Context: an optimization exercise on an open-source flow, tuned for small area, a short achievable clock period and few clock cycles. The choices shown serve that exercise and are no tape-out recipe.
RTL that was checked went through simulation tests only; none was proved equivalent to the original.
For runs 1 to 4, only the layout was checked, not whether the RTL still works.
Power and IR drop assume default switching activity.

[design/flow/design.v]
module crc_unit #(
    parameter integer W      = 32,     
    parameter [63:0]  POLY   = 64'h04C11DB7,
    parameter [63:0]  INIT   = 64'hFFFFFFFF,
    parameter         REFL   = 1'b1,   
    parameter [63:0]  XOROUT = 64'hFFFFFFFF
) (
    input  wire          clk,
    input  wire          rst,
    input  wire          seed_lo_we,
    input  wire          seed_hi_we,
    input  wire [31:0]   wdata,
    input  wire [15:0]   pending,        
    input  wire          init,
    input  wire          feed,
    input  wire [1:0]    width,          
    output reg  [W-1:0]  seed,
    output wire [W-1:0]  result,
    output reg           busy
);
    function [W-1:0] reflect;
        input [W-1:0] v;
        integer i;
        begin
            for (i = 0; i < W; i = i + 1)
                reflect[i] = v[W-1-i];
        end
    endfunction
    localparam [W-1:0] POLY_W = POLY[W-1:0];
    localparam [W-1:0] RPOLY  = reflect(POLY[W-1:0]);
    function [W-1:0] zadv;
        input [W-1:0] s;
        input integer n;
        integer i;
        reg [W-1:0] r;
        begin
            r = s;
            for (i = 0; i < n; i = i + 1)
                if (REFL) r = (r >> 1) ^ (r[0] ? RPOLY : {W{1'b0}});
                else      r = (r << 1) ^ (r[W-1] ? POLY_W : {W{1'b0}});
            zadv = r;
        end
    endfunction
    reg [W-1:0] crc;      
    wire [W-1:0] seed_lo_next;
    wire [W-1:0] seed_hi_next;
    generate
        if (W > 32) begin : g_wide
            assign seed_lo_next = {seed[W-1:32], wdata};
            assign seed_hi_next = {wdata[W-33:0], seed[31:0]};
        end else begin : g_narrow
            assign seed_lo_next = wdata[W-1:0];
            assign seed_hi_next = seed;
        end
    endgenerate
    wire byte_feed = (width == 2'd0) && !busy;
    wire [7:0] b0 = busy ? pending[7:0]  : wdata[7:0];
    wire [7:0] b1 = busy ? pending[15:8] : wdata[15:8];
    wire [W-1:0] crc_next;
    generate
        if (W >= 32) begin : g_fold
            wire [31:0] m = busy ? 32'd0 :
                            {{16{width[1]}}, {8{width != 2'd0}}, 8'hFF} & wdata;
            wire [W-1:0] x;
            if (REFL) begin : g_r
                assign x = crc ^ {{(W-32){1'b0}}, m};
            end else begin : g_n
                wire [31:0] ma = {m[7:0], m[15:8], m[23:16], m[31:24]};
                if (W > 32) begin : g_w
                    assign x = crc ^ {ma, {(W-32){1'b0}}};
                end else begin : g_e
                    assign x = crc ^ ma;
                end
            end
            wire [W-1:0] y8  = zadv(x, 8);
            wire [W-1:0] y16 = zadv(y8, 8);
            assign crc_next = byte_feed ? y8 : y16;
        end else begin : g_small
            wire [W-1:0] y1 = zadv(crc ^ ({{(W-8){1'b0}}, b0} << (W-8)), 8);
            wire [W-1:0] y2 = zadv(y1  ^ ({{(W-8){1'b0}}, b1} << (W-8)), 8);
            assign crc_next = byte_feed ? y1 : y2;
        end
    endgenerate
    always @(posedge clk) begin
        if (rst) begin
            seed <= INIT[W-1:0];
            crc  <= REFL ? reflect(INIT[W-1:0]) : INIT[W-1:0];
            busy <= 1'b0;
        end else begin
            if (seed_lo_we)
                seed <= seed_lo_next;
            else if (seed_hi_we)
                seed <= seed_hi_next;
            if (init) begin
                crc  <= REFL ? reflect(seed) : seed;
                busy <= 1'b0;
            end else if (busy || feed) begin
                crc  <= crc_next;
                busy <= feed && width[1];
            end
        end
    end
    assign result = crc ^ XOROUT[W-1:0];
endmodule
module crc_units (
    input  wire        clk,
    input  wire        rst,
    input  wire        req,
    input  wire        we,
    input  wire [7:0]  addr,      
    input  wire [31:0] wdata,
    output wire        ready,
    output reg  [31:0] rdata,     
    input  wire [4:0]  bound
);
    localparam integer NUNITS = 5;
    localparam [3:0] R_CTRL    = 4'h0;
    localparam [3:0] R_SEED_LO = 4'h1;
    localparam [3:0] R_SEED_HI = 4'h2;
    localparam [3:0] R_DIN     = 4'h3;
    localparam [3:0] R_RES_LO  = 4'h4;
    localparam [3:0] R_RES_HI  = 4'h5;
    wire [3:0] unit_idx = addr[7:4];
    wire [3:0] reg_idx  = addr[3:0];
    wire       unit_hit = (unit_idx < 4'd5) && (reg_idx <= R_RES_HI);
    wire       err_hit  = (addr == 8'h80);
    wire [NUNITS-1:0] busy;
    wire [NUNITS-1:0] unit_sel;
    genvar k;
    generate
        for (k = 0; k < NUNITS; k = k + 1) begin : g_sel
            assign unit_sel[k] = unit_hit && (unit_idx == k);
        end
    endgenerate
    wire busy_hit = (unit_idx == 4'd0 && busy[0]) || (unit_idx == 4'd1 && busy[1]) ||
                    (unit_idx == 4'd2 && busy[2]) || (unit_idx == 4'd3 && busy[3]) ||
                    (unit_idx == 4'd4 && busy[4]);
    assign ready = !(busy_hit && (reg_idx == R_DIN || reg_idx == R_RES_LO));
    wire wr  = req && we;
    wire rd  = req && !we && !(busy[4] && reg_idx == R_RES_LO);
    wire wr_cfg = wr && (reg_idx <= R_DIN);
    wire [NUNITS-1:0] wr_ok      = {NUNITS{wr_cfg}} & unit_sel & ~bound &
                                   ~(busy & {NUNITS{reg_idx == R_DIN}});
    wire [NUNITS-1:0] wr_blocked = {NUNITS{wr_cfg}} & unit_sel &  bound &
                                   ~(busy & {NUNITS{reg_idx == R_DIN}});
    reg [15:0] pending;
    always @(posedge clk)
        pending <= wdata[31:16];
    reg [2*NUNITS-1:0] width;     
    reg [4:0] err;
    integer i;
    always @(posedge clk) begin
        if (rst) begin
            width <= {2*NUNITS{1'b0}};
            err <= 5'b0;
        end else begin
            for (i = 0; i < NUNITS; i = i + 1)
                if (wr_ok[i] && reg_idx == R_CTRL)
                    width[2*i +: 2] <= wdata[2:1];
            if (wr && err_hit)
                err <= (err & ~wdata[4:0]) | wr_blocked;
            else
                err <= err | wr_blocked;
        end
    end
    wire [7:0]  seed0, res0;
    wire [15:0] seed1, res1;
    wire [31:0] seed2, res2, seed3, res3;
    wire [63:0] seed4, res4;
    wire [NUNITS-1:0] do_seed_lo = wr_ok & {NUNITS{reg_idx == R_SEED_LO}};
    wire [NUNITS-1:0] do_seed_hi = wr_ok & {NUNITS{reg_idx == R_SEED_HI}};
    wire [NUNITS-1:0] do_init    = wr_ok & {NUNITS{reg_idx == R_CTRL}} & {NUNITS{wdata[0]}};
    wire [NUNITS-1:0] do_feed    = wr_ok & {NUNITS{reg_idx == R_DIN}};
    crc_unit #(.W(8), .POLY(64'h1D), .INIT(64'hFF), .REFL(1'b0),
               .XOROUT(64'hFF)) u0 (
        .clk(clk), .rst(rst),
        .seed_lo_we(do_seed_lo[0]), .seed_hi_we(do_seed_hi[0]), .wdata(wdata), .pending(pending),
        .init(do_init[0]), .feed(do_feed[0]), .width(width[1:0]),
        .seed(seed0), .result(res0), .busy(busy[0]));
    crc_unit #(.W(16), .POLY(64'h1021), .INIT(64'hFFFF), .REFL(1'b0),
               .XOROUT(64'h0)) u1 (
        .clk(clk), .rst(rst),
        .seed_lo_we(do_seed_lo[1]), .seed_hi_we(do_seed_hi[1]), .wdata(wdata), .pending(pending),
        .init(do_init[1]), .feed(do_feed[1]), .width(width[3:2]),
        .seed(seed1), .result(res1), .busy(busy[1]));
    crc_unit #(.W(32), .POLY(64'h04C11DB7), .INIT(64'hFFFFFFFF), .REFL(1'b1),
               .XOROUT(64'hFFFFFFFF)) u2 (
        .clk(clk), .rst(rst),
        .seed_lo_we(do_seed_lo[2]), .seed_hi_we(do_seed_hi[2]), .wdata(wdata), .pending(pending),
        .init(do_init[2]), .feed(do_feed[2]), .width(width[5:4]),
        .seed(seed2), .result(res2), .busy(busy[2]));
    crc_unit #(.W(32), .POLY(64'h1EDC6F41), .INIT(64'hFFFFFFFF), .REFL(1'b1),
               .XOROUT(64'hFFFFFFFF)) u3 (
        .clk(clk), .rst(rst),
        .seed_lo_we(do_seed_lo[3]), .seed_hi_we(do_seed_hi[3]), .wdata(wdata), .pending(pending),
        .init(do_init[3]), .feed(do_feed[3]), .width(width[7:6]),
        .seed(seed3), .result(res3), .busy(busy[3]));
    crc_unit #(.W(64), .POLY(64'h42F0E1EBA9EA3693), .INIT(64'h0), .REFL(1'b0),
               .XOROUT(64'h0)) u4 (
        .clk(clk), .rst(rst),
        .seed_lo_we(do_seed_lo[4]), .seed_hi_we(do_seed_hi[4]), .wdata(wdata), .pending(pending),
        .init(do_init[4]), .feed(do_feed[4]), .width(width[9:8]),
        .seed(seed4), .result(res4), .busy(busy[4]));
    reg [31:0] res_hi_shadow;
    always @(posedge clk) begin
        if (rst)
            res_hi_shadow <= 32'b0;
        else if (rd && unit_sel[4] && reg_idx == R_RES_LO)
            res_hi_shadow <= res4[63:32];
    end
    wire [4:0] u_is;                      
    generate
        for (k = 0; k < NUNITS; k = k + 1) begin : g_uis
            assign u_is[k] = (unit_idx == k);
        end
    endgenerate
    wire r_ctrl = (reg_idx == R_CTRL);
    wire r_slo  = (reg_idx == R_SEED_LO);
    wire r_shi  = (reg_idx == R_SEED_HI);
    wire r_rlo  = (reg_idx == R_RES_LO);
    wire r_rhi  = (reg_idx == R_RES_HI);
    always @(*) begin
        rdata = ({32{err_hit}} & {27'b0, err})
              | ({32{r_ctrl}} & {|(u_is & bound), 28'b0,
                                 (u_is[0] ? width[1:0] : 2'b0) | (u_is[1] ? width[3:2] : 2'b0) |
                                 (u_is[2] ? width[5:4] : 2'b0) | (u_is[3] ? width[7:6] : 2'b0) |
                                 (u_is[4] ? width[9:8] : 2'b0), 1'b0})
              | ({32{u_is[0] & r_slo}} & {24'b0, seed0})
              | ({32{u_is[0] & r_rlo}} & {24'b0, res0})
              | ({32{u_is[1] & r_slo}} & {16'b0, seed1})
              | ({32{u_is[1] & r_rlo}} & {16'b0, res1})
              | ({32{u_is[2] & r_slo}} & seed2)
              | ({32{u_is[2] & r_rlo}} & res2)
              | ({32{u_is[3] & r_slo}} & seed3)
              | ({32{u_is[3] & r_rlo}} & res3)
              | ({32{u_is[4] & r_slo}} & seed4[31:0])
              | ({32{u_is[4] & r_shi}} & seed4[63:32])
              | ({32{u_is[4] & r_rlo}} & res4[31:0])
              | ({32{u_is[4] & r_rhi}} & res_hi_shadow);
    end
endmodule
[design/flow/config.mk]
export PLATFORM = sky130hd
export DESIGN_NAME = crc_units
export DESIGN_NICKNAME = crc_units
export VERILOG_FILES = /design/flow/design.v
export SDC_FILE = /design/flow/constraint.sdc
export NUM_CORES = 4
export LEC_CHECK = 0
export CAP_MARGIN = 20
export CORE_MARGIN = 2
export CORE_UTILIZATION = 40
export SETUP_SLACK_MARGIN = 3
export SLEW_MARGIN = 20
export TNS_END_PERCENT = 10
[design/flow/constraint.sdc]
create_clock -name core_clock -period 7.0 [get_ports {clk}]
set_input_delay 1.4000 -clock core_clock [delete_from_list [all_inputs] [get_ports {clk}]]
set_output_delay 1.4000 -clock core_clock [all_outputs]
set_load 0.01 [all_outputs]
[design/flow/standard.sh]
#!/bin/bash
# synth_recipe.tcl (not shown) runs the flow's synth.tcl, then flattens the netlist and writes it again
# the make line also repeats each setting of config.mk as NAME=value (left out here)
make -C /OpenROAD-flow-scripts/flow DESIGN_CONFIG=/design/flow/config.mk WORK_HOME=/design/flow/orfs CLKGATE_MAP_FILE= SYNTH_SCRIPT=/design/flow/synth_recipe.tcl "${@:-finish}"
[design/flow/flow/run.sh]
#!/bin/bash
# The standard layout, with the port buffers made from plain buffers
# (buffer_ports -buffer_cell) and timing repair free to change a cell's
# footprint when it sizes it.
set -euo pipefail
export BUFFER_PORTS_ARGS="-buffer_cell sky130_fd_sc_hd__buf_2"
bash standard.sh MATCH_CELL_FOOTPRINT=0 finish > standard_flow.log 2>&1
==> run notes, run 1 <==
----------------------------------------------------
[Timing]
  Portion of the clock cycle consumed by the worst path in the final layout ... 0.693
  Transition at the pin with the smallest max-transition slack ... 1.12 ns
  Highest Clock Rate ... 206 MHz
  Setup slack of the critical path after layout ... 2.15 ns
  Fin. max-slew vios ... 0
  Final critical path time including I/O delays and setup ... 4.85 ns
  Normalized max-slew margin ... 0.250
  Setup repair after global routing missed its margin ... yes
  # setup viols final ... 0
  Hold Violations, Final ... 0
  Worst clock skew on the final layout ... 0.0278 ns
  Final sum of negative setup slack ... 0 ns

[Synthesis]
  Instance count of the mapped netlist ... 3223
  Post-synth EDFFs ... 0
  Most common flop cell mapped by yosys ... dfxtp_1
  Distinct cell type count after synthesis ... 71
  Synthesis warning total ... 6
  Synthesized area per cell ... 8.16 um2
  Number of flip-flops and latches in the synthesized netlist ... 372
  Area of the mapped netlist ... 26300 um2
  Portion of the post-synthesis area used by sequential elements ... 0.283
  Share of flip-flops with an asynchronous set or reset after synthesis ... 0
  Syn Nets ... 3272

[Route]
  Antenna-violating nets left ... 0
  Iteration-0 DRC count of the detailed router ... 4437
  Vias ... 26.4k
  Pre-Repair DR Iteration Count ... 7
  DR DRC count ... 0
  DRT Wirelength ... 124000 um
  Via count normalized by instance count ... 6.27
  Routed wire per std cell ... 29.5 um

[Floorplanning]
  IO Count ... 82
  Chip width ... 260 um
  Vertical extent of the die ... 260 um
  Number of placement rows ... 94
  Die outline area ... 67800 um2
  Placeable core region ... 65400 um2
  Starting utilization of the core area ... 0.402

[Critical path]
  Setup crit end kind ... output port
  Cell at the slowest stage of the critical path ... a222oi_1
  Critical setup path kind ... input pin to output port
  Critical path data required time ... 5.60 ns
  Endpoint arrival time on the critical path ... 3.45 ns
  Cell Chain, Critical Path ... buf_12, nor2_4, nand3b_1, buf_4, buf_6, nor2_4, buf_8, a222oi_1, nand3_1, buf_2
  Slowest stage delay, CP ... 0.79 ns
  CP Max Fanout ... 5
  Cell repeated most along the worst path ... nor2_4
  Startpoint kind of the worst setup timing path ... input pin

[Power and ir drop]
  Static Leak ... 11.9 nW
  Power per standard cell area ... 282 nW/um2
  Worst vdd ir ... 0.000186 V
  Power Total ... 0.00885 W

[Clock network]
  TritonCTS clock tree ... done
  Number of clock buffers inserted by TritonCTS ... 43
  Clock latency at the later pin of the worst-skew pair ... 0.60 ns
  Clock Path Buffers ... 3
  Clock-pin slew on the worst setup and hold paths ... 0.06 ns
  CTS H-tree lvls ... 2
  Clock tree sinks ... 372
  Clock root buffer master ... clkbuf_16

[Global routing]
  Maximum number of pins on one net before global-route repair ... 79
  Initial antenna violation count ... 12
  Final global-route overflow total ... 0
  Total track usage ... 0.354
  Global-route wire length before repair ... 174000 um
  Vias in the first global route ... 23.8k

[Final layout]
  FILL cells ... 6403
  Multi-input gate area ... 18900 um2
  Sequential Area ... 7450 um2
  Most common cell after layout, fill and taps aside ... nand2_1
  Final net count ... 3357
  Ratio of cells with drive above 1 in the final layout ... 0.169
  Synthesis-to-layout area growth ... 19.4%
  Most frequent cells in the layout ... 589 x nand2_1, 449 x xnor2_1, 371 x dfxtp_1

[Placed design]
  Gp weighted congestion ... 1.02
  Number of input and output port buffers inserted ... 81
  Worst slack at placement ... 1.34 ns
  Placed wire-length estimate ... 87100 um

[Hold path]
  Hold WC Path Type ... register to register

[Run]
  Max-cap violations ... 0

[Run status]
  Result of the run ... no timing/DRC/antenna violations

----------------------------------------------------
final timing paths:
check                                      start                              to  slack [ns]  depth (start not counted)
setup / recovery                         addr[5]                       rdata[25]        2.15                         10
hold reg to reg   res_hi_shadow[24]$_SDFFE_PP0P_  res_hi_shadow[24]$_SDFFE_PP0P_        0.46                          2
hold / removal    res_hi_shadow[24]$_SDFFE_PP0P_  res_hi_shadow[24]$_SDFFE_PP0P_        0.46                          2
setup reg to reg            u4.busy$_SDFFE_PP0P_         u4.crc[22]$_SDFFE_PP0P_        2.87                         10
report_power, final:
group | leakage [nW] | internal [W] | switching, W
registers | 3.01 | 0.00212 | 0.00000498
logic | 8.07 | 0.00198 | 0.00215
clock network | 0.773 | 0.00157 | 0.00102
total | 11.9 | 0.00567 | 0.00317
flip-flops by register name, summed over array words and instances, names as in the netlist, 5 cells and up:
signal and cells:
u4.crc 64, u4.seed 64, res_hi_shadow 32, u2.crc 32, u2.seed 32, u3.crc 32, u3.seed 32, pending 16
u1.crc 16, u1.seed 16, width 10, u0.crc 8, u0.seed 8, err 5
synthesized netlist by cell type, types with 52 or more instances:
| master | count | area, um2 |
|---|---|---|
| a211oi_1 | 71 | 533 |
| o211ai_1 | 57 | 428 |
| dfxtp_1 | 372 | 7450 |
| a21oi_1 | 227 | 1140 |
| nand3_1 | 108 | 541 |
| nor2_1 | 183 | 687 |
| nand2_1 | 595 | 2230 |
| xnor3_1 | 52 | 1170 |
| xor2_1 | 199 | 1740 |
| clkbuf_1 | 218 | 818 |
| o21ai_0 | 145 | 726 |
| o22ai_1 | 62 | 388 |
| a221oi_1 | 54 | 473 |
| xnor2_1 | 477 | 4180 |
repair_timing:
action	4_1_cts	5_1_grt
hold buffers	0	0
gates cloned	5	0
pin swaps	13	52
setup endpoints to repair	151	162
resized for setup	96	121
buffers inserted	45	84
final cells by class:
type / instances / area share
Multi-Input combinational cell: 2591 / 0.601
Sequential cell: 372 / 0.237
Timing Repair Buffer: 293 / 0.0757
Clock buffer: 56 / 0.0394
Tap cell: 864 / 0.0344
Clock inverter: 20 / 0.0106
Inverter: 7 / 0.000876
Antenna cell: 5 / 0.000398
cells by family after synthesis:
| kind of cell | synth area share |
|---|---|
| compound gates | 0.178 |
| xor+xnor | 0.316 |
| simple gates | 0.168 |
| mux | 0.0146 |
| flops | 0.283 |
| buf+inv | 0.0405 |
layer usage:
layer / up-vias / part of all wire / global-route usage
li1: 11300 / - / -
met3: 390 / 0.15 / 0.108
met1: 12700 / 0.39 / 0.480
met4: 6 / 0.059 / 0.177
met5: - / 0.00039 / 0
met2: 1985 / 0.41 / 0.505
worst max-delay path, delay by kind of cell:
kind	cells	cell delay, ns
AO/OA/AOI/OAI	1	0.79
buffers and inverters	5	0.72
AND/OR/NAND/NOR	4	0.54
per-stage QoR:
step	hold slack (ns)	std cells	utilization	instance area (um2)
finish	0.457	4208	0.480	31400
global route	0.477	4205	0.480	31400
CTS	0.457	4119	0.461	30100
detailed placement	0.449	3993	0.423	27700
global placement	0.444	3993	0.423	27700
floorplan	0.436	3223	-	26700
==> inputs of run 2 (changes only) <==
--- a/design/flow/config.mk
+++ b/design/flow/config.mk
@@ -8,6 +8,8 @@
 export CAP_MARGIN = 20
 export CORE_MARGIN = 2
 export CORE_UTILIZATION = 40
+export CTS_BUF_LIST = sky130_fd_sc_hd__clkbuf_8
+export CTS_CLUSTER_SIZE = 30
 export SETUP_SLACK_MARGIN = 3
 export SLEW_MARGIN = 20
 export TNS_END_PERCENT = 10
==> run 2 against run 1 <==
Compared with the run above:
- via count is 0.15% lower
- sequential cell count stayed put
- sequential power hardly changed
- non-clock buffer count is 22 lower
- critical endpoint unchanged
- worst setup slack better by 0.012 ns
==> run notes, run 2 <==
----------------------------------------------------
[Global routing]
  Total track usage ... 0.356 (was 0.354)
  Maximum number of pins on one net before global-route repair ... 79 (unchanged)
  Most congested layer reported by global routing ... met2 (unchanged)
  Final global-route overflow total ... 0 (unchanged)
  Met3 global-route usage ... 0.116 (was 0.108)
  Routing usage on met2 ... 0.504 (was 0.505)
  Vias in the first global route ... 23.9k (was 23.8k)
  Global-route wire length before repair ... 175000 um (was 174000 um)
  Met1 layer usage reported by global route ... 0.481 (was 0.480)
  Initial antenna violation count ... 10 (was 12)

[Clock network]
  Clock latency at the later pin of the worst-skew pair ... 0.70 ns (was 0.60 ns)
  Clock-pin slew on the worst setup and hold paths ... 0.06 ns (about the same)
  Clock Path Buffers ... 3 (unchanged)
  Clock tree sinks ... 372 (unchanged)
  CTS H-tree lvls ... 3 (was 2)
  TritonCTS clock tree ... done (unchanged)
  Number of clock buffers inserted by TritonCTS ... 69 (was 43)
  CTS Hold Buffers Added ... 0 (unchanged)
  Clock root buffer master ... clkbuf_8 (was clkbuf_16)

[Synthesis]
  Share of flip-flops with an asynchronous set or reset after synthesis ... 0 (unchanged)
  Post-synth top area cell ... dfxtp_1 (unchanged)
  Portion of the post-synthesis area used by sequential elements ... 0.283 (unchanged)
  Synthesis warning total ... 6 (unchanged)
  Count leader, synth ... nand2_1 (unchanged)
  Distinct cell type count after synthesis ... 71 (unchanged)
  Area of the mapped netlist ... 26300 um2 (unchanged)
  Area share of the leading cell type in the synthesized netlist ... 0.283 (unchanged)
  Post-synth EDFFs ... 0 (unchanged)
  Synthesized area per cell ... 8.16 um2 (unchanged)
  Instance count of the mapped netlist ... 3223 (unchanged)
  Most common flop cell mapped by yosys ... dfxtp_1 (unchanged)
  Most numerous cell types in the synthesized netlist ... 595 x nand2_1, 477 x xnor2_1, 372 x dfxtp_1, 227 x a21oi_1, 218 x clkbuf_1 (unchanged)
  Number of flip-flops and latches in the synthesized netlist ... 372 (unchanged)
  Top cells by area, synth ... dfxtp_1 28%, xnor2_1 16%, nand2_1 8.5% (unchanged)
  Syn Nets ... 3272 (unchanged)

[Final layout]
  Finished Core Util ... 0.471 (was 0.480)
  Most common cell after layout, fill and taps aside ... nand2_1 (unchanged)
  Most frequent cells in the layout ... 589 x nand2_1, 467 x xnor2_1, 371 x dfxtp_1 (was 589 x nand2_1, 449 x xnor2_1, 371 x dfxtp_1)
  Sequential Area ... 7450 um2 (unchanged)
  Ratio of cells with drive above 1 in the final layout ... 0.159 (was 0.169)
  Multi-input gate area ... 18600 um2 (was 18900 um2)
  Largest registers ... u4.crc (64), u4.seed (64) (unchanged)
  FILL cells ... 6540 (was 6403)
  Non-filler cells, final ... 4218 (was 4208)
  Synthesis-to-layout area growth ... 17.0% (was 19.4%)
  Final net count ... 3361 (was 3357)

[Timing]
  Fin. max-slew vios ... 0 (unchanged)
  Worst hold slack across all endpoints ... 0.457 ns (about the same)
  Final sum of negative setup slack ... 0 ns (unchanged)
  Highest Clock Rate ... 207 MHz (was 206 MHz)
  Hold Violations, Final ... 0 (unchanged)
  Setup repair after global routing missed its margin ... yes (unchanged)
  Normalized max-slew margin ... 0.259 (was 0.250)
  Final critical path time including I/O delays and setup ... 4.84 ns (was 4.85 ns)
  # setup viols final ... 0 (unchanged)
  Setup slack of the critical path after layout ... 2.16 ns (was 2.15 ns)
  Portion of the clock cycle consumed by the worst path in the final layout ... 0.692 (was 0.693)
  Transition at the pin with the smallest max-transition slack ... 1.11 ns (was 1.12 ns)
  Worst clock skew on the final layout ... 0.0482 ns (was 0.0278 ns)

[Run status]
  Result of the run ... no timing/DRC/antenna violations (unchanged)

[Placed design]
  Worst slack at placement ... 1.34 ns (unchanged)
  Gp weighted congestion ... 1.02 (unchanged)
  Placed wire-length estimate ... 87100 um (unchanged)
  Number of input and output port buffers inserted ... 81 (unchanged)
  Cell count after placement ... 3993 (unchanged)

[Critical path]
  Critical setup path kind ... input pin to output port (unchanged)
  Critical path data required time ... 5.60 ns (about the same)
  Cell at the slowest stage of the critical path ... a222oi_1 (unchanged)
  Slowest stage delay, CP ... 0.81 ns (was 0.79 ns)
  CP Max Fanout ... 6 (was 5)
  Endpoint arrival time on the critical path ... 3.44 ns (was 3.45 ns)
  Setup crit end kind ... output port (unchanged)
  Cell Chain, Critical Path ... buf_12, nand3b_1, buf_4, nor2_4, buf_8, a222oi_1, nand3_1, buf_2 (was buf_12, nor2_4, nand3b_1, buf_4, buf_6, nor2_4, buf_8, a222oi_1, nand3_1, buf_2)
  Startpoint kind of the worst setup timing path ... input pin (unchanged)

[Power and ir drop]
  Cell Int Power ... 0.00519 W (was 0.00567 W)
  Power per standard cell area ... 271 nW/um2 (was 282 nW/um2)
  Worst vdd ir ... 0.000205 V (was 0.000186 V)
  Sw power ... 0.00316 W (was 0.00317 W)
  Share of total power in combinational logic ... 0.483 (was 0.467)
  Power share of the sequential group ... 0.255 (was 0.240)
  Static Leak ... 11.6 nW (was 11.9 nW)
  Clock share of power ... 0.262 (was 0.293)
  Switching Share ... 0.378 (was 0.359)

[Route]
  DRT Wirelength ... 125000 um (was 124000 um)
  Iteration-0 DRC count of the detailed router ... 4477 (was 4437)
  DR DRC count ... 0 (unchanged)
  Vias ... 26.3k (was 26.4k)
  Via count normalized by instance count ... 6.24 (was 6.27)
  Antenna-violating nets left ... 0 (unchanged)
  Pre-Repair DR Iteration Count ... 9 (was 7)
  Routed wire per std cell ... 29.5 um (about the same)

[Hold path]
  Hold WC Path Type ... register to register (unchanged)

[Floorplanning]
  Starting utilization of the core area ... 0.402 (unchanged)
  Placeable core region ... 65400 um2 (unchanged)
  Vertical extent of the die ... 260 um (unchanged)
  Chip width ... 260 um (unchanged)
  Die outline area ... 67800 um2 (unchanged)
  IO Count ... 82 (unchanged)
  Number of placement rows ... 94 (unchanged)

[Run]
  Max-cap violations ... 0 (unchanged)

----------------------------------------------------
==> run 2: cell counts after synthesis <==
Identical to the previous run, type by type.
==> run 2: path summary, 6_finish.rpt <==
check | startpoint | end | slack, ns | cells after the start
worst max-delay path | addr[6] | rdata[25] | 2.16 | 8
worst min-delay path | res_hi_shadow[8]$_SDFFE_PP0P_ | res_hi_shadow[8]$_SDFFE_PP0P_ | 0.46 | 2
worst max register to register | u4.busy$_SDFFE_PP0P_ | u4.crc[25]$_SDFFE_PP0P_ | 2.76 | 12
worst min register to register | res_hi_shadow[8]$_SDFFE_PP0P_ | res_hi_shadow[8]$_SDFFE_PP0P_ | 0.46 | 2
==> run 2: cell type report <==
cell class,instances,share of cell area
multi-input combinational,2591,0.604
sequential,372,0.242
timing repair buffer,271,0.0737
clock buffer,85,0.0380
tap,864,0.0351
clock inverter,27,0.00586
inverter,7,0.000895
antenna,1,0.0000813
==> run 2: power groups by stage <==
stage,clock network (W),registers [W],logic (W)
floorplan,0,0.00217,0.00304
global placement,0,0.00217,0.00376
detailed placement,0,0.00217,0.00374
CTS,0.00219,0.00213,0.00379
global route,0.00228,0.00213,0.00420
finish,0.00219,0.00213,0.00403
==> run 2: metrics by stage <==
step | power [W] | cell area [um2]
after floorplan | 0.00521 | 26700
after global placement | 0.00593 | 27700
after detailed placement | 0.00591 | 27700
after CTS | 0.00810 | 29900
after global routing | 0.00861 | 30800
final | 0.00834 | 30800
==> run 2: timing repair <==
action                                 4_1_cts  5_1_grt
setup endpoints to repair                  138      155
endpoints found under the hold margin        0        0
gates cloned                                 5        1
pin swaps                                   12       36
buffers inserted                            43       63
resized for setup                           92       72
==> run 2: cell families after synthesis <==
group / after synthesis / share of synthesized area
AO/OA/AOI/OAI: 732 / 0.178
XOR/XNOR: 783 / 0.316
multiplexers: 38 / 0.0146
flip-flops: 372 / 0.283
buffers and inverters: 262 / 0.0405
AND/OR/NAND/NOR: 1036 / 0.168
==> run 2: routing by layer <==
| metal | vias to the layer above | share of wire |
|---|---|---|
| met1 | 12700 | 0.39 |
| li1 | 11300 | - |
| met3 | 415 | 0.15 |
| met4 | 8 | 0.062 |
| met2 | 1935 | 0.40 |
| met5 | - | 0.00039 |
==> run 2: worst max-delay path, delay by kind of cell <==
family | cells | cell delay (ns)
AO/OA/AOI/OAI | 1 | 0.81
AND/OR/NAND/NOR | 3 | 0.56
buffers and inverters | 4 | 0.66
==> inputs of run 3 (changes only) <==
--- a/design/flow/design.v
+++ b/design/flow/design.v
@@ -73,7 +73,7 @@
                 end
             end
             wire [W-1:0] y8  = zadv(x, 8);
-            wire [W-1:0] y16 = zadv(y8, 8);
+            wire [W-1:0] y16 = (W > 32) ? zadv(x, 16) : zadv(y8, 8);
             assign crc_next = byte_feed ? y8 : y16;
         end else begin : g_small
             wire [W-1:0] y1 = zadv(crc ^ ({{(W-8){1'b0}}, b0} << (W-8)), 8);
--- a/design/flow/config.mk
+++ b/design/flow/config.mk
@@ -11,5 +11,5 @@
 export CTS_BUF_LIST = sky130_fd_sc_hd__clkbuf_8
 export CTS_CLUSTER_SIZE = 30
 export SETUP_SLACK_MARGIN = 3
-export SLEW_MARGIN = 20
+export SLEW_MARGIN = 60
 export TNS_END_PERCENT = 10
==> run 3 against run 2 <==
Compared with the run above:
- clock power grew 6%
- sequential power is essentially flat
- still clean on timing, DRC and antenna
- hold slack about the same
- die area up 1.1%
- power increased by 3.7%
==> run notes, run 3 <==
----------------------------------------------------
[Run status]
  Result of the run ... no timing/DRC/antenna violations (unchanged)

[Critical path]
  Setup crit end kind ... output port (unchanged)
  Number of cells on the worst reg-to-reg path ... 13 (was 12)
  Count of buffer and inverter cells on the critical path ... 4 (unchanged)
  Cell at the slowest stage of the critical path ... a211o_1 (was a222oi_1)
  Startpoint kind of the worst setup timing path ... input pin (unchanged)
  Cell Chain, Critical Path ... buf_12, nand2b_4, nand2b_4, nor2_4, buf_12, buf_4, a22oi_1, nand3_1, a211o_1, buf_2 (was buf_12, nand3b_1, buf_4, nor2_4, buf_8, a222oi_1, nand3_1, buf_2)
  CP Max Fanout ... 6 (unchanged)
  Worst reg2reg path startpoint ... u4.busy$_SDFFE_PP0P_ (unchanged)
  Slowest stage delay, CP ... 0.32 ns (was 0.81 ns)
  Launching element of the worst setup path ... addr[7] (was addr[6])
  Crit path to ... rdata[10] (was rdata[25])
  Kind of cell adding the most delay to the critical path ... simple AND/OR/NAND/NOR gates (was compound AO/OA/AOI/OAI gates)
  Endpoint arrival time on the critical path ... 3.30 ns (was 3.44 ns)
  Critical setup path kind ... input pin to output port (unchanged)
  Critical path data required time ... 5.60 ns (about the same)
  Endpoint of the lowest-slack register-to-register path ... u4.crc[22]$_SDFFE_PP0P_ (was u4.crc[25]$_SDFFE_PP0P_)
  Number of stages on the worst setup path ... 10 (was 8)
  Register-to-register setup slack ... 2.86 ns (was 2.76 ns)

[Synthesis]
  Area share of the leading cell type in the synthesized netlist ... 0.280 (was 0.283)
  Number of flip-flops and latches in the synthesized netlist ... 372 (unchanged)
  Distinct cell type count after synthesis ... 70 (was 71)
  Syn Nets ... 3318 (was 3272)
  Post-synth top area cell ... dfxtp_1 (unchanged)
  Count leader, synth ... nand2_1 (unchanged)
  Portion of the post-synthesis area used by sequential elements ... 0.280 (was 0.283)
  Synthesis warning total ... 6 (unchanged)
  Most common flop cell mapped by yosys ... dfxtp_1 (unchanged)
  Most numerous cell types in the synthesized netlist ... 621 x nand2_1, 478 x xnor2_1, 372 x dfxtp_1, 224 x nor2_1, 218 x clkbuf_1 (was 595 x nand2_1, 477 x xnor2_1, 372 x dfxtp_1, 227 x a21oi_1, 218 x clkbuf_1)
  Post-synth EDFFs ... 0 (unchanged)
  Synthesized area per cell ... 8.14 um2 (was 8.16 um2)
  Top cells by area, synth ... dfxtp_1 28%, xnor2_1 16%, nand2_1 8.8% (was dfxtp_1 28%, xnor2_1 16%, nand2_1 8.5%)
  Area of the mapped netlist ... 26600 um2 (was 26300 um2)
  Instance count of the mapped netlist ... 3269 (was 3223)
  Share of flip-flops with an asynchronous set or reset after synthesis ... 0 (unchanged)

[Timing]
  Portion of the clock cycle consumed by the worst path in the final layout ... 0.671 (was 0.692)
  Final critical path time including I/O delays and setup ... 4.70 ns (was 4.84 ns)
  Setup repair after global routing missed its margin ... yes (unchanged)
  Transition at the pin with the smallest max-transition slack ... 0.865 ns (was 1.11 ns)
  Fin. max-slew vios ... 0 (unchanged)
  Setup slack of the critical path after layout ... 2.30 ns (was 2.16 ns)
  Worst clock skew on the final layout ... 0.0551 ns (was 0.0482 ns)
  Final sum of negative setup slack ... 0 ns (unchanged)
  Highest Clock Rate ... 213 MHz (was 207 MHz)
  Hold Violations, Final ... 0 (unchanged)
  Normalized max-slew margin ... 0.422 (was 0.259)
  # setup viols final ... 0 (unchanged)

[Placed design]
  Placed wire-length estimate ... 88700 um (was 87100 um)
  Worst slack at placement ... 1.53 ns (was 1.34 ns)
  Number of input and output port buffers inserted ... 81 (unchanged)
  Instance area after placement ... 28500 um2 (was 27700 um2)
  Gp weighted congestion ... 1.05 (was 1.02)

[Power and ir drop]
  Worst vdd ir ... 0.000178 V (was 0.000205 V)
  Power per standard cell area ... 269 nW/um2 (was 271 nW/um2)
  Power Total ... 0.00866 W (was 0.00834 W)
  Static Leak ... 12.7 nW (was 11.6 nW)

[Final layout]
  Most common cell after layout, fill and taps aside ... nand2_1 (unchanged)
  Synthesis-to-layout area growth ... 21.1% (was 17.0%)
  Largest registers ... u4.crc (64), u4.seed (64) (unchanged)
  FILL cells ... 6323 (was 6540)
  Finished Core Util ... 0.489 (was 0.471)
  Post-route cell area ... 32200 um2 (was 30800 um2)
  Final net count ... 3468 (was 3361)
  Ratio of cells with drive above 1 in the final layout ... 0.193 (was 0.159)
  Most frequent cells in the layout ... 609 x nand2_1, 436 x xnor2_1, 369 x dfxtp_1 (was 589 x nand2_1, 467 x xnor2_1, 371 x dfxtp_1)

[Floorplanning]
  Placeable core region ... 65900 um2 (was 65400 um2)
  Chip width ... 262 um (was 260 um)
  Number of placement rows ... 94 (unchanged)
  Die outline area ... 68600 um2 (was 67800 um2)
  Vertical extent of the die ... 262 um (was 260 um)
  Starting utilization of the core area ... 0.404 (was 0.402)
  IO Count ... 82 (unchanged)

[Clock network]
  Clock tree sinks ... 372 (unchanged)
  Clock root buffer master ... clkbuf_8 (unchanged)
  TritonCTS clock tree ... done (unchanged)
  Clock-pin slew on the worst setup and hold paths ... 0.06 ns (about the same)
  Clock Path Buffers ... 3 (unchanged)
  Number of clock buffers inserted by TritonCTS ... 71 (was 69)
  Clock latency at the later pin of the worst-skew pair ... 0.71 ns (was 0.70 ns)
  CTS H-tree lvls ... 3 (unchanged)
  CTS Hold Buffers Added ... 0 (unchanged)

[Route]
  Iteration-0 DRC count of the detailed router ... 3870 (was 4477)
  DR DRC count ... 0 (unchanged)
  Routed wire per std cell ... 29.2 um (was 29.5 um)
  Antenna-violating nets left ... 0 (unchanged)
  Pre-Repair DR Iteration Count ... 8 (was 9)
  Vias ... 26.6k (was 26.3k)
  Via count normalized by instance count ... 6.13 (was 6.24)
  DRT Wirelength ... 127000 um (was 125000 um)

[Global routing]
  Global-route wire length before repair ... 177000 um (was 175000 um)
  Maximum number of pins on one net before global-route repair ... 83 (was 79)
  Final global-route overflow total ... 0 (unchanged)
  Total track usage ... 0.358 (was 0.356)
  Initial antenna violation count ... 4 (was 10)
  Vias in the first global route ... 24.1k (was 23.9k)

[Hold path]
  Beginning of the worst hold path ... res_hi_shadow[19]$_SDFFE_PP0P_ (was res_hi_shadow[8]$_SDFFE_PP0P_)
  Hold WC Path Type ... register to register (unchanged)

[Run]
  Max-cap violations ... 0 (unchanged)

----------------------------------------------------
[run 3: cell count changes after synthesis, sizes merged, moves of 21 or more]
cell / delta
nor2: +41
o21ai: -50
a21oi: -37
nand3: +36
a22oi: +21
nand3b: -33
a211oi: +31
o22ai: -36
nand2: +26
o211ai: +30
[run 3: cell families (layout without fill, tap and decap cells)]
group | Yosys count | count (layout) | share of synthesized area
AND/OR/NAND/NOR | 1115 | 1116 | 0.175
XOR/XNOR | 781 | 781 | 0.316
AO/OA/AOI/OAI | 701 | 701 | 0.176
flip-flops | 372 | 372 | 0.280
buffers and inverters | 262 | 463 | 0.0385
multiplexers | 38 | 38 | 0.0144
other | 0 | 6 | 0
[run 3: cell type report]
cell class                      count  area (um2)  area share
Antenna cell                        6        15.0    0.000466
Clock buffer                       85        1170      0.0363
Clock inverter                     40         300     0.00931
Inverter                            3        21.3    0.000660
Multi-Input combinational cell   2636       19400       0.602
Sequential cell                   372        7450       0.231
Tap cell                          864        1080      0.0335
Timing Repair Buffer              335        2790      0.0866
[run 3: worst min-delay path by stage]
stage	slack [ns]	endpoint	cells past startpoint
final	0.46	res_hi_shadow[19]$_SDFFE_PP0P_	2
after global routing	0.48	res_hi_shadow[19]$_SDFFE_PP0P_	2
after CTS	0.45	u4.crc[9]$_SDFFE_PP0P_	2
after detailed placement	0.45	res_hi_shadow[19]$_SDFFE_PP0P_	2
after global placement	0.44	res_hi_shadow[14]$_SDFFE_PP0P_	2
after floorplan	0.44	res_hi_shadow[3]$_SDFFE_PP0P_	2
[run 3: worst register-to-register path, stage by stage, from the launching register on]
cell and delay [ns]:
dfxtp_4 0.51, buf_4 0.29, and2b_4 0.24, xnor2_4 0.34
buf_6 0.15, xnor3_2 0.43, xnor3_2 0.35, inv_4 0.14
xnor3_4 0.62, buf_4 0.20, xnor2_2 0.24, xnor2_1 0.14
a21oi_1 0.25, o21ai_0 0.14
[run 3: power breakdown]
part	switching, W	internal [W]
Sequential	0.00000588	0.00212
Combinational	0.00215	0.00206
Clock	0.00107	0.00125
Total	0.00322	0.00544
[run 3: layer usage]
layer | vias to the layer above | share of wire | track usage | routed length (um)
met2 | 1830 | 0.42 | 0.524 | 53400
met4 | 4 | 0.082 | 0.239 | 10300
met1 | 12700 | 0.38 | 0.465 | 48700
li1 | 11600 | - | - | -
met5 | - | 0.00019 | 0 | 24
met3 | 480 | 0.11 | 0.0891 | 14200
[run 3: what timing repair did]
action | in CTS | in global routing
resized for setup | 98 | 97
endpoints found under the setup margin | 130 | 152
buffers inserted | 29 | 123
pin swaps | 26 | 51
cloned | 1 | 1
[run 3: per-stage QoR]
step	cells	hold slack (ns)
2_1_floorplan	3269	0.436
3_3_place_gp	4045	0.443
3_5_place_dp	4052	0.449
4_1_cts	4207	0.449
5_1_grt	4336	0.477
6_report	4341	0.457
==> inputs of run 4 (changes only) <==
--- a/design/flow/design.v
+++ b/design/flow/design.v
@@ -81,24 +81,26 @@
             assign crc_next = byte_feed ? y1 : y2;
         end
     endgenerate
+    localparam [W-1:0] CRC_RST = REFL ? reflect(INIT[W-1:0]) : INIT[W-1:0];
+    wire          upd    = busy || feed;
+    wire          c_init = !rst && init;
+    wire          c_upd  = !rst && !init && upd;
+    wire          c_hold = !rst && !init && !upd;
+    wire [W-1:0]  crc_d  = ({W{rst}}    & CRC_RST)
+                         | ({W{c_init}} & (REFL ? reflect(seed) : seed))
+                         | ({W{c_upd}}  & crc_next)
+                         | ({W{c_hold}} & crc);
+    wire          s_lo   = !rst && seed_lo_we;
+    wire          s_hi   = !rst && !seed_lo_we && seed_hi_we;
+    wire          s_hold = !rst && !seed_lo_we && !seed_hi_we;
+    wire [W-1:0]  seed_d = ({W{rst}}    & INIT[W-1:0])
+                         | ({W{s_lo}}   & seed_lo_next)
+                         | ({W{s_hi}}   & seed_hi_next)
+                         | ({W{s_hold}} & seed);
     always @(posedge clk) begin
-        if (rst) begin
-            seed <= INIT[W-1:0];
-            crc  <= REFL ? reflect(INIT[W-1:0]) : INIT[W-1:0];
-            busy <= 1'b0;
-        end else begin
-            if (seed_lo_we)
-                seed <= seed_lo_next;
-            else if (seed_hi_we)
-                seed <= seed_hi_next;
-            if (init) begin
-                crc  <= REFL ? reflect(seed) : seed;
-                busy <= 1'b0;
-            end else if (busy || feed) begin
-                crc  <= crc_next;
-                busy <= feed && width[1];
-            end
-        end
+        crc  <= crc_d;
+        seed <= seed_d;
+        busy <= !rst && !init && (upd ? (feed && width[1]) : busy);
     end
     assign result = crc ^ XOROUT[W-1:0];
 endmodule
--- a/design/flow/config.mk
+++ b/design/flow/config.mk
@@ -11,5 +11,5 @@
 export CTS_BUF_LIST = sky130_fd_sc_hd__clkbuf_8
 export CTS_CLUSTER_SIZE = 30
 export SETUP_SLACK_MARGIN = 3
-export SLEW_MARGIN = 60
+export SLEW_MARGIN = 20
 export TNS_END_PERCENT = 10
==> run 4 against run 3 <==
Compared with the run above:
- clock skew decreased by 0.018 ns
- synthesized cell count fell by 9.6%
- register-to-register slack barely moved
- global-route usage grew 3.1 points
- wire length is 2.6% higher
- first-iteration DRC count down 7.6%
- power is 2.0% lower
- synthesized area decreased by 5.2%
- final area down 4.7%
- critical path depth is 1 higher
- fmax up 1.2%
- count of clock-buffer cells in the layout grew 1
- critical path type unchanged
==> run notes, run 4 <==
----------------------------------------------------
[Timing]
  Worst clock skew on the final layout ... 0.0373 ns (was 0.0551 ns)
  Final sum of negative setup slack ... 0 ns (unchanged)
  Fin. max-slew vios ... 0 (unchanged)
  Normalized max-slew margin ... 0.262 (was 0.422)
  # setup viols final ... 0 (unchanged)
  Worst hold slack across all endpoints ... 0.459 ns (was 0.457 ns)
  Setup repair after global routing missed its margin ... yes (unchanged)
  Final critical path time including I/O delays and setup ... 4.64 ns (was 4.70 ns)
  Transition at the pin with the smallest max-transition slack ... 1.10 ns (was 0.865 ns)
  Hold Violations, Final ... 0 (unchanged)
  Portion of the clock cycle consumed by the worst path in the final layout ... 0.663 (was 0.671)
  Highest Clock Rate ... 215 MHz (was 213 MHz)

[Synthesis]
  Number of flip-flops and latches in the synthesized netlist ... 372 (unchanged)
  Synthesis warning total ... 6 (unchanged)
  Instance count of the mapped netlist ... 2955 (was 3269)
  Count leader, synth ... xnor2_1 (was nand2_1)
  Area share of the leading cell type in the synthesized netlist ... 0.295 (was 0.280)
  Post-synth EDFFs ... 0 (unchanged)
  Most numerous cell types in the synthesized netlist ... 460 x xnor2_1, 420 x nand2_1, 372 x dfxtp_1, 212 x xor2_1, 191 x o21ai_0 (was 621 x nand2_1, 478 x xnor2_1, 372 x dfxtp_1, 224 x nor2_1, 218 x clkbuf_1)
  Portion of the post-synthesis area used by sequential elements ... 0.295 (was 0.280)
  Synthesized area per cell ... 8.54 um2 (was 8.14 um2)
  Share of flip-flops with an asynchronous set or reset after synthesis ... 0 (unchanged)
  Most common flop cell mapped by yosys ... dfxtp_1 (unchanged)
  Post-synth top area cell ... dfxtp_1 (unchanged)
  Syn Nets ... 3004 (was 3318)
  Top cells by area, synth ... dfxtp_1 30%, xnor2_1 16%, xor2_1 7.4% (was dfxtp_1 28%, xnor2_1 16%, nand2_1 8.8%)
  Area of the mapped netlist ... 25200 um2 (was 26600 um2)
  Distinct cell type count after synthesis ... 65 (was 70)

[Placed design]
  Gp weighted congestion ... 1.06 (was 1.05)
  Instance area after placement ... 26800 um2 (was 28500 um2)
  Placed wire-length estimate ... 94100 um (was 88700 um)
  Number of input and output port buffers inserted ... 81 (unchanged)

[Floorplanning]
  Starting utilization of the core area ... 0.402 (was 0.404)
  Die outline area ... 65100 um2 (was 68600 um2)
  Placeable core region ... 62700 um2 (was 65900 um2)
  IO Count ... 82 (unchanged)
  Vertical extent of the die ... 255 um (was 262 um)
  Number of placement rows ... 92 (was 94)
  Chip width ... 255 um (was 262 um)

[Final layout]
  FILL cells ... 6050 (was 6323)
  Post-route cell area ... 30700 um2 (was 32200 um2)
  Most common cell after layout, fill and taps aside ... xnor2_1 (was nand2_1)
  Ratio of cells with drive above 1 in the final layout ... 0.198 (was 0.193)
  Largest registers ... u4.crc (64), u4.seed (64) (unchanged)
  Most frequent cells in the layout ... 431 x xnor2_1, 406 x nand2_1, 370 x dfxtp_1 (was 609 x nand2_1, 436 x xnor2_1, 369 x dfxtp_1)
  Synthesis-to-layout area growth ... 21.9% (was 21.1%)
  Final net count ... 3170 (was 3468)

[Power and ir drop]
  Worst vdd ir ... 0.000147 V (was 0.000178 V)
  Static Leak ... 11.4 nW (was 12.7 nW)
  Power per standard cell area ... 276 nW/um2 (was 269 nW/um2)

[Global routing]
  Global-route wire length before repair ... 179000 um (was 177000 um)
  Total track usage ... 0.389 (was 0.358)
  Maximum number of pins on one net before global-route repair ... 81 (was 83)
  Vias in the first global route ... 23.2k (was 24.1k)
  Initial antenna violation count ... 10 (was 4)
  Final global-route overflow total ... 0 (unchanged)

[Run status]
  Result of the run ... no timing/DRC/antenna violations (unchanged)

[Hold path]
  Beginning of the worst hold path ... res_hi_shadow[26]$_SDFFE_PP0P_ (was res_hi_shadow[19]$_SDFFE_PP0P_)
  Number of stages on the worst hold path ... 2 (unchanged)
  Hold WC Path Type ... register to register (unchanged)

[Critical path]
  Worst reg2reg path startpoint ... u3.crc[1]$_DFF_P_ (was u4.busy$_SDFFE_PP0P_)
  Setup crit end kind ... output port (unchanged)
  CP Max Fanout ... 5 (was 6)
  Number of cells on the worst reg-to-reg path ... 9 (was 13)
  Critical path data required time ... 5.60 ns (about the same)
  Startpoint kind of the worst setup timing path ... input pin (unchanged)
  Endpoint arrival time on the critical path ... 3.24 ns (was 3.30 ns)
  Critical setup path kind ... input pin to output port (unchanged)
  Launching element of the worst setup path ... addr[0] (was addr[7])

[Route]
  Top Layer Used ... met5 (unchanged)
  Via count normalized by instance count ... 6.29 (was 6.13)
  Routed wire length on met3 ... 15100 um (was 14200 um)
  Detail Route met2 WL ... 54400 um (was 53400 um)
  DRT Wirelength ... 130000 um (was 127000 um)
  DR DRC count ... 0 (unchanged)
  Pre-Repair DR Iteration Count ... 8 (unchanged)
  Vias ... 25.3k (was 26.6k)
  Antenna-violating nets left ... 0 (unchanged)
  Total routed wire length on the met1 layer ... 51400 um (was 48700 um)
  Iteration-0 DRC count of the detailed router ... 3577 (was 3870)
  Routed wire per std cell ... 32.3 um (was 29.2 um)

[Clock network]
  Clock latency at the later pin of the worst-skew pair ... 0.70 ns (was 0.71 ns)
  Clock tree sinks ... 372 (unchanged)
  Clock-pin slew on the worst setup and hold paths ... 0.06 ns (about the same)
  Clock root buffer master ... clkbuf_8 (unchanged)
  TritonCTS clock tree ... done (unchanged)
  Number of clock buffers inserted by TritonCTS ... 71 (unchanged)
  CTS H-tree lvls ... 3 (unchanged)
  Clock Path Buffers ... 3 (unchanged)

[Run]
  Max-cap violations ... 0 (unchanged)

----------------------------------------------------
-- run 4: cell count changes after synthesis, moves of 51 or more --
| cell | delta |
|---|---|
| nand2_1 | -201 |
| nand3_1 | -87 |
| nor2_1 | -52 |
| o211ai_1 | -51 |
| o21ai_0 | +95 |
| o22a_1 | +89 |
-- run 4: report_power, final --
group	switching [W]	internal, W	total [W]
registers	0.00000341	0.00212	0.00213
clock network	0.00105	0.00119	0.00224
logic	0.00222	0.00190	0.00412
-- run 4: final timing paths --
path                                          to  slack, ns
setup / recovery                        rdata[1]       2.36
setup reg to reg              u3.crc[22]$_DFF_P_       2.85
hold / removal    res_hi_shadow[26]$_SDFFE_PP0P_       0.46
hold reg to reg   res_hi_shadow[26]$_SDFFE_PP0P_       0.46
-- run 4: layout make-up --
cell class              instances  area (um2)  area share
multi-input cells            2352       18100       0.588
flip-flops and latches        372        7450       0.242
repair buffers                320        2710      0.0881
clock buffers                  86        1180      0.0385
well taps                     846        1060      0.0344
clock inverters                33         221     0.00721
diodes                          8        20.0    0.000651
inverters                       4        15.0    0.000489
-- run 4: cells by family after synthesis --
kind of cell,after synthesis,share of synthesized area
compound gates,800,0.216
xor+xnor,763,0.312
simple gates,747,0.124
flops,372,0.295
buf+inv,234,0.0374
mux,39,0.0156
-- run 4: metrics by stage --
| stage | cells | total power [W] | util | setup WS, ns |
|---|---|---|---|---|
| after floorplan | 2955 | 0.00496 | - | 2.64 |
| after global placement | 3729 | 0.00586 | 0.427 | 1.41 |
| after detailed placement | 3729 | 0.00582 | 0.427 | 1.40 |
| after CTS | 3901 | 0.00807 | 0.468 | 2.40 |
| after global routing | 4014 | 0.00877 | 0.490 | 2.29 |
| final | 4021 | 0.00849 | 0.490 | 2.36 |
-- run 4: timing repair --
action                                  CTS  global route
gates cloned                              4             1
gates resized for setup                 161            96
setup buffers                            49           111
pin swaps                                29            46
endpoints found under the setup margin  141           170
hold buffers                              0             0
-- run 4: worst max-delay path: stages --
cell	delay, ns
buf_12	0.10
nor3b_4	0.15
nand2b_4	0.10
buf_6	0.11
nor3_4	0.04
buf_12	0.13
a222oi_1	0.46
o2111ai_1	0.22
a21oi_1	0.17
nand3_1	0.15
buf_2	0.20
-- run 4: per-layer routing --
layer	track usage	up-vias
met5	0	-
met4	0.239	2
met3	0.103	429
met2	0.566	1751
met1	0.511	12400
li1	-	10800
==> inputs of run 5 (changes only) <==
--- a/design/flow/design.v
+++ b/design/flow/design.v
@@ -56,7 +56,7 @@
     wire byte_feed = (width == 2'd0) && !busy;
     wire [7:0] b0 = busy ? pending[7:0]  : wdata[7:0];
     wire [7:0] b1 = busy ? pending[15:8] : wdata[15:8];
-    wire [W-1:0] crc_next;
+    wire [W-1:0] nx1, nx2;    
     generate
         if (W >= 32) begin : g_fold
             wire [31:0] m = busy ? 32'd0 :
@@ -73,22 +73,26 @@
                 end
             end
             wire [W-1:0] y8  = zadv(x, 8);
-            wire [W-1:0] y16 = (W > 32) ? zadv(x, 16) : zadv(y8, 8);
-            assign crc_next = byte_feed ? y8 : y16;
+            wire [W-1:0] y16 = zadv(y8, 8);
+            assign nx1 = y8;
+            assign nx2 = y16;
         end else begin : g_small
             wire [W-1:0] y1 = zadv(crc ^ ({{(W-8){1'b0}}, b0} << (W-8)), 8);
             wire [W-1:0] y2 = zadv(y1  ^ ({{(W-8){1'b0}}, b1} << (W-8)), 8);
-            assign crc_next = byte_feed ? y1 : y2;
+            assign nx1 = y1;
+            assign nx2 = y2;
         end
     endgenerate
     localparam [W-1:0] CRC_RST = REFL ? reflect(INIT[W-1:0]) : INIT[W-1:0];
     wire          upd    = busy || feed;
     wire          c_init = !rst && init;
-    wire          c_upd  = !rst && !init && upd;
+    wire          c_upd1 = !rst && !init && upd && byte_feed;
+    wire          c_upd2 = !rst && !init && upd && !byte_feed;
     wire          c_hold = !rst && !init && !upd;
     wire [W-1:0]  crc_d  = ({W{rst}}    & CRC_RST)
                          | ({W{c_init}} & (REFL ? reflect(seed) : seed))
-                         | ({W{c_upd}}  & crc_next)
+                         | ({W{c_upd1}} & nx1)
+                         | ({W{c_upd2}} & nx2)
                          | ({W{c_hold}} & crc);
     wire          s_lo   = !rst && seed_lo_we;
     wire          s_hi   = !rst && !seed_lo_we && seed_hi_we;
@@ -150,20 +154,15 @@
         pending <= wdata[31:16];
     reg [2*NUNITS-1:0] width;     
     reg [4:0] err;
+    wire [NUNITS-1:0] w_wr = wr_ok & {NUNITS{reg_idx == R_CTRL && !rst}};
+    wire [NUNITS-1:0] w_hd = ~wr_ok | {NUNITS{reg_idx != R_CTRL || rst}};
+    wire              e_wr = wr && err_hit;
     integer i;
     always @(posedge clk) begin
-        if (rst) begin
-            width <= {2*NUNITS{1'b0}};
-            err <= 5'b0;
-        end else begin
-            for (i = 0; i < NUNITS; i = i + 1)
-                if (wr_ok[i] && reg_idx == R_CTRL)
-                    width[2*i +: 2] <= wdata[2:1];
-            if (wr && err_hit)
-                err <= (err & ~wdata[4:0]) | wr_blocked;
-            else
-                err <= err | wr_blocked;
-        end
+        for (i = 0; i < NUNITS; i = i + 1)
+            width[2*i +: 2] <= ({2{w_wr[i]}} & wdata[2:1])
+                             | ({2{w_hd[i] && !rst}} & width[2*i +: 2]);
+        err <= {5{!rst}} & ((err & ~({5{e_wr}} & wdata[4:0])) | wr_blocked);
     end
     wire [7:0]  seed0, res0;
     wire [15:0] seed1, res1;
@@ -204,12 +203,10 @@
         .init(do_init[4]), .feed(do_feed[4]), .width(width[9:8]),
         .seed(seed4), .result(res4), .busy(busy[4]));
     reg [31:0] res_hi_shadow;
-    always @(posedge clk) begin
-        if (rst)
-            res_hi_shadow <= 32'b0;
-        else if (rd && unit_sel[4] && reg_idx == R_RES_LO)
-            res_hi_shadow <= res4[63:32];
-    end
+    wire sh_ld = !rst && rd && unit_sel[4] && reg_idx == R_RES_LO;
+    wire sh_hd = !rst && !(rd && unit_sel[4] && reg_idx == R_RES_LO);
+    always @(posedge clk)
+        res_hi_shadow <= ({32{sh_ld}} & res4[63:32]) | ({32{sh_hd}} & res_hi_shadow);
     wire [4:0] u_is;                      
     generate
         for (k = 0; k < NUNITS; k = k + 1) begin : g_uis
==> run 5 against run 4 <==
Compared with the run above:
- largest power group unchanged
- fmax fell by 0.21%
- wire length up 3.8%
- worst setup slack got worse by 0.0098 ns
- still clean
- critical path type unchanged
==> run notes, run 5 <==
----------------------------------------------------
[Clock network]
  Clock tree sinks ... 372 (unchanged)
  Clock Path Buffers ... 3 (unchanged)
  Clock root buffer master ... clkbuf_8 (unchanged)
  Number of clock buffers inserted by TritonCTS ... 74 (was 71)
  CTS Hold Buffers Added ... 0 (unchanged)
  CTS H-tree lvls ... 3 (unchanged)
  Clock-pin slew on the worst setup and hold paths ... 0.05 ns (was 0.06 ns)
  Clock latency at the later pin of the worst-skew pair ... 0.69 ns (was 0.70 ns)
  TritonCTS clock tree ... done (unchanged)

[Timing]
  Highest Clock Rate ... 215 MHz (about the same)
  Final critical path time including I/O delays and setup ... 4.65 ns (was 4.64 ns)
  Transition at the pin with the smallest max-transition slack ... 1.20 ns (was 1.10 ns)
  Fin. max-slew vios ... 0 (unchanged)
  Setup repair after global routing missed its margin ... yes (unchanged)
  # setup viols final ... 0 (unchanged)
  Portion of the clock cycle consumed by the worst path in the final layout ... 0.664 (was 0.663)
  Final sum of negative setup slack ... 0 ns (unchanged)
  Normalized max-slew margin ... 0.192 (was 0.262)
  Hold Violations, Final ... 0 (unchanged)
  Worst clock skew on the final layout ... 0.0409 ns (was 0.0373 ns)
  Setup slack of the critical path after layout ... 2.35 ns (was 2.36 ns)

[Synthesis]
  Distinct cell type count after synthesis ... 69 (was 65)
  Most numerous cell types in the synthesized netlist ... 513 x xnor2_1, 372 x dfxtp_1, 240 x xor2_1, 213 x nand2_1, 191 x clkbuf_1 (was 460 x xnor2_1, 420 x nand2_1, 372 x dfxtp_1, 212 x xor2_1, 191 x o21ai_0)
  Share of flip-flops with an asynchronous set or reset after synthesis ... 0 (unchanged)
  Instance count of the mapped netlist ... 2733 (was 2955)
  Synthesis warning total ... 6 (unchanged)
  Top cells by area, synth ... dfxtp_1 30%, xnor2_1 18%, xor2_1 8.5% (was dfxtp_1 30%, xnor2_1 16%, xor2_1 7.4%)
  Syn Nets ... 2782 (was 3004)
  Area of the mapped netlist ... 24700 um2 (was 25200 um2)
  Portion of the post-synthesis area used by sequential elements ... 0.301 (was 0.295)
  Post-synth EDFFs ... 0 (unchanged)
  Post-synth top area cell ... dfxtp_1 (unchanged)
  Synthesized area per cell ... 9.06 um2 (was 8.54 um2)
  Number of flip-flops and latches in the synthesized netlist ... 372 (unchanged)
  Count leader, synth ... xnor2_1 (unchanged)
  Area share of the leading cell type in the synthesized netlist ... 0.301 (was 0.295)
  Most common flop cell mapped by yosys ... dfxtp_1 (unchanged)

[Final layout]
  Most common cell after layout, fill and taps aside ... xnor2_1 (unchanged)
  Largest registers ... u4.crc (64), u4.seed (64) (unchanged)
  Synthesis-to-layout area growth ... 21.6% (was 21.9%)
  FILL cells ... 5882 (was 6050)
  Finished Core Util ... 0.489 (was 0.490)
  Non-filler cells, final ... 3728 (was 4021)
  Ratio of cells with drive above 1 in the final layout ... 0.210 (was 0.198)
  Final net count ... 2937 (was 3170)
  Post-route cell area ... 30100 um2 (was 30700 um2)
  Most frequent cells in the layout ... 484 x xnor2_1, 370 x dfxtp_1, 232 x xor2_1 (was 431 x xnor2_1, 406 x nand2_1, 370 x dfxtp_1)

[Power and ir drop]
  Power per standard cell area ... 326 nW/um2 (was 276 nW/um2)
  Static Leak ... 10.9 nW (was 11.4 nW)
  Worst vdd ir ... 0.000246 V (was 0.000147 V)

[Critical path]
  CP Max Fanout ... 7 (was 5)
  Cell Chain, Critical Path ... buf_8, or2_4, buf_4, nor2_1, o21ai_0, buf_2 (was buf_12, nor3b_4, nand2b_4, buf_6, nor3_4, buf_12, a222oi_1, o2111ai_1, a21oi_1, nand3_1, buf_2)
  Kind of cell adding the most delay to the critical path ... simple AND/OR/NAND/NOR gates (was compound AO/OA/AOI/OAI gates)
  Setup crit end kind ... output port (unchanged)
  Critical setup path kind ... input pin to output port (unchanged)
  Slowest stage delay, CP ... 0.67 ns (was 0.46 ns)
  Startpoint kind of the worst setup timing path ... input pin (unchanged)
  Count of buffer and inverter cells on the critical path ... 3 (was 4)
  Cell at the slowest stage of the critical path ... nor2_1 (was a222oi_1)
  Endpoint arrival time on the critical path ... 3.25 ns (was 3.24 ns)
  Critical path data required time ... 5.60 ns (about the same)

[Global routing]
  Vias in the first global route ... 23.2k (about the same)
  Global-route wire length before repair ... 185000 um (was 179000 um)
  Maximum number of pins on one net before global-route repair ... 65 (was 81)
  Total track usage ... 0.412 (was 0.389)
  Initial antenna violation count ... 3 (was 10)
  Final global-route overflow total ... 0 (unchanged)

[Floorplanning]
  Placeable core region ... 61500 um2 (was 62700 um2)
  Number of placement rows ... 91 (was 92)
  Vertical extent of the die ... 253 um (was 255 um)
  Starting utilization of the core area ... 0.403 (was 0.402)
  Die outline area ... 63900 um2 (was 65100 um2)
  IO Count ... 82 (unchanged)
  Chip width ... 253 um (was 255 um)

[Route]
  Vias ... 24.8k (was 25.3k)
  DR DRC count ... 0 (unchanged)
  Via count normalized by instance count ... 6.65 (was 6.29)
  Routed wire per std cell ... 36.2 um (was 32.3 um)
  Iteration-0 DRC count of the detailed router ... 4011 (was 3577)
  Pre-Repair DR Iteration Count ... 8 (unchanged)
  Antenna-violating nets left ... 0 (unchanged)
  DRT Wirelength ... 135000 um (was 130000 um)

[Placed design]
  Cell count after placement ... 3440 (was 3729)
  Placed wire-length estimate ... 96200 um (was 94100 um)
  Worst slack at placement ... 0.961 ns (was 1.40 ns)
  Instance area after placement ... 26200 um2 (was 26800 um2)
  Gp weighted congestion ... 1.01 (was 1.06)
  Number of input and output port buffers inserted ... 81 (unchanged)

[Run]
  Max-cap violations ... 0 (unchanged)

[Hold path]
  Hold WC Path Type ... register to register (unchanged)

[Run status]
  Result of the run ... no timing/DRC/antenna violations (unchanged)

----------------------------------------------------
## run 5: changes by cell type in the layout (fill, tap and decap cells not counted), sizes merged, moves of 44 or more
cell    before  now
a211oi      57    5
a21oi      174  130
nand2      421  214
xnor2      479  533
o21ai      192  124
a222oi      13   64
## run 5: path summary, 6_finish.rpt
check                               to                 startpoint  cells past startpoint  slack, ns
max                              ready                    addr[3]                      6       2.35
min          res_hi_shadow[30]$_DFF_P_  res_hi_shadow[30]$_DFF_P_                      2       0.46
max reg2reg         u2.crc[18]$_DFF_P_            u2.busy$_DFF_P_                     10       2.99
min reg2reg  res_hi_shadow[30]$_DFF_P_  res_hi_shadow[30]$_DFF_P_                      2       0.46
## run 5: area by class of cell
cell class                      count  area (um2)  area share
Multi-Input combinational cell   2131       17600       0.586
Sequential cell                   372        7450       0.248
Timing Repair Buffer              309        2620      0.0872
Tap cell                          790         988      0.0329
Clock buffer                       87        1200      0.0398
Clock inverter                     37         201     0.00670
Antenna cell                        2        5.00    0.000166
## run 5: cells by family (layout without fill, tap and decap cells)
family | count (synthesis) | after routing | synth area share
simple gates | 520 | 527 | 0.0931
flops | 372 | 372 | 0.301
xor+xnor | 824 | 824 | 0.327
compound gates | 744 | 744 | 0.226
other cells | 0 | 2 | 0
buf+inv | 237 | 433 | 0.0383
mux | 36 | 36 | 0.0148
## run 5: worst reg2reg max path: stages (launching register included)
cell	delay, ns
dfxtp_1	0.30
buf_4	0.33
nor2b_1	0.13
xnor2_1	0.59
xor3_1	0.43
xor3_1	0.64
xor2_1	0.24
xnor2_1	0.63
xor2_1	0.29
xnor2_1	0.16
o21ai_0	0.08
## run 5: layer usage
metal / up-vias / routed length [um] / global-route usage
li1: 10200 / - / -
met1: 12100 / 50100 / 0.522
met2: 2016 / 55900 / 0.605
met3: 504 / 18000 / 0.120
met4: 2 / 11000 / 0.278
met5: - / 13 / 0
## run 5: where the power goes
part	switching, W	total, W	leakage, nW	internal, W
logic	0.00290	0.00535	7.09	0.00246
clock network	0.00107	0.00223	0.789	0.00116
registers	0.0000696	0.00222	3.03	0.00215
## run 5: through the flow
step,hold WS (ns),power [W]
floorplan,0.432,0.00592
global placement,0.446,0.00702
detailed placement,0.449,0.00700
CTS,0.459,0.00932
global route,0.467,0.0101
finish,0.458,0.00980
## run 5: repair_timing
action,in CTS,in global routing
endpoints found under the setup margin,151,184
cloned,8,0
buffers inserted,84,70
resized for setup,139,87
pin swaps,42,31
Testbench counts of run 5, summed over its fixed seeds: cycles 25,557.

## static timing again, ports no longer ideal
In the flow no input, the clock included, has a driving cell. The finished layouts below were timed again as built, in two steps. Step 1, drivers: a clkbuf_16 drives clk and a buf_2 each remaining input, both assumed. Step 2 adds t to the input delays and takes it off the output delays; t is the mean of the earliest and latest rising clock arrival at the registers after step 1. Input paths then give back, and output paths get back, about the clock's delay inside the block. Slacks: no drivers / after step 1 / after step 2; pairs: no drivers / after step 1.
run	shift t [ns]	slack for setup (ns)	hold slack, ns
run 1	0.654	2.146 / 2.073 / 1.778	0.457 / 0.457 / 0.457
run 2	0.738	2.158 / 2.084 / 1.756	0.457 / 0.457 / 0.457
run 3	0.742	2.304 / 2.135 / 1.983	0.457 / 0.457 / 0.457
run 4	0.739	2.359 / 2.301 / 1.881	0.459 / 0.459 / 0.459
run 5	0.737	2.349 / 2.295 / 1.819	0.458 / 0.458 / 0.458
After both steps setup and hold are still met in every run listed. For run 5, which loses most, drivers alone change the setup slack by -0.054 ns; drivers and shift together by -0.530 ns.
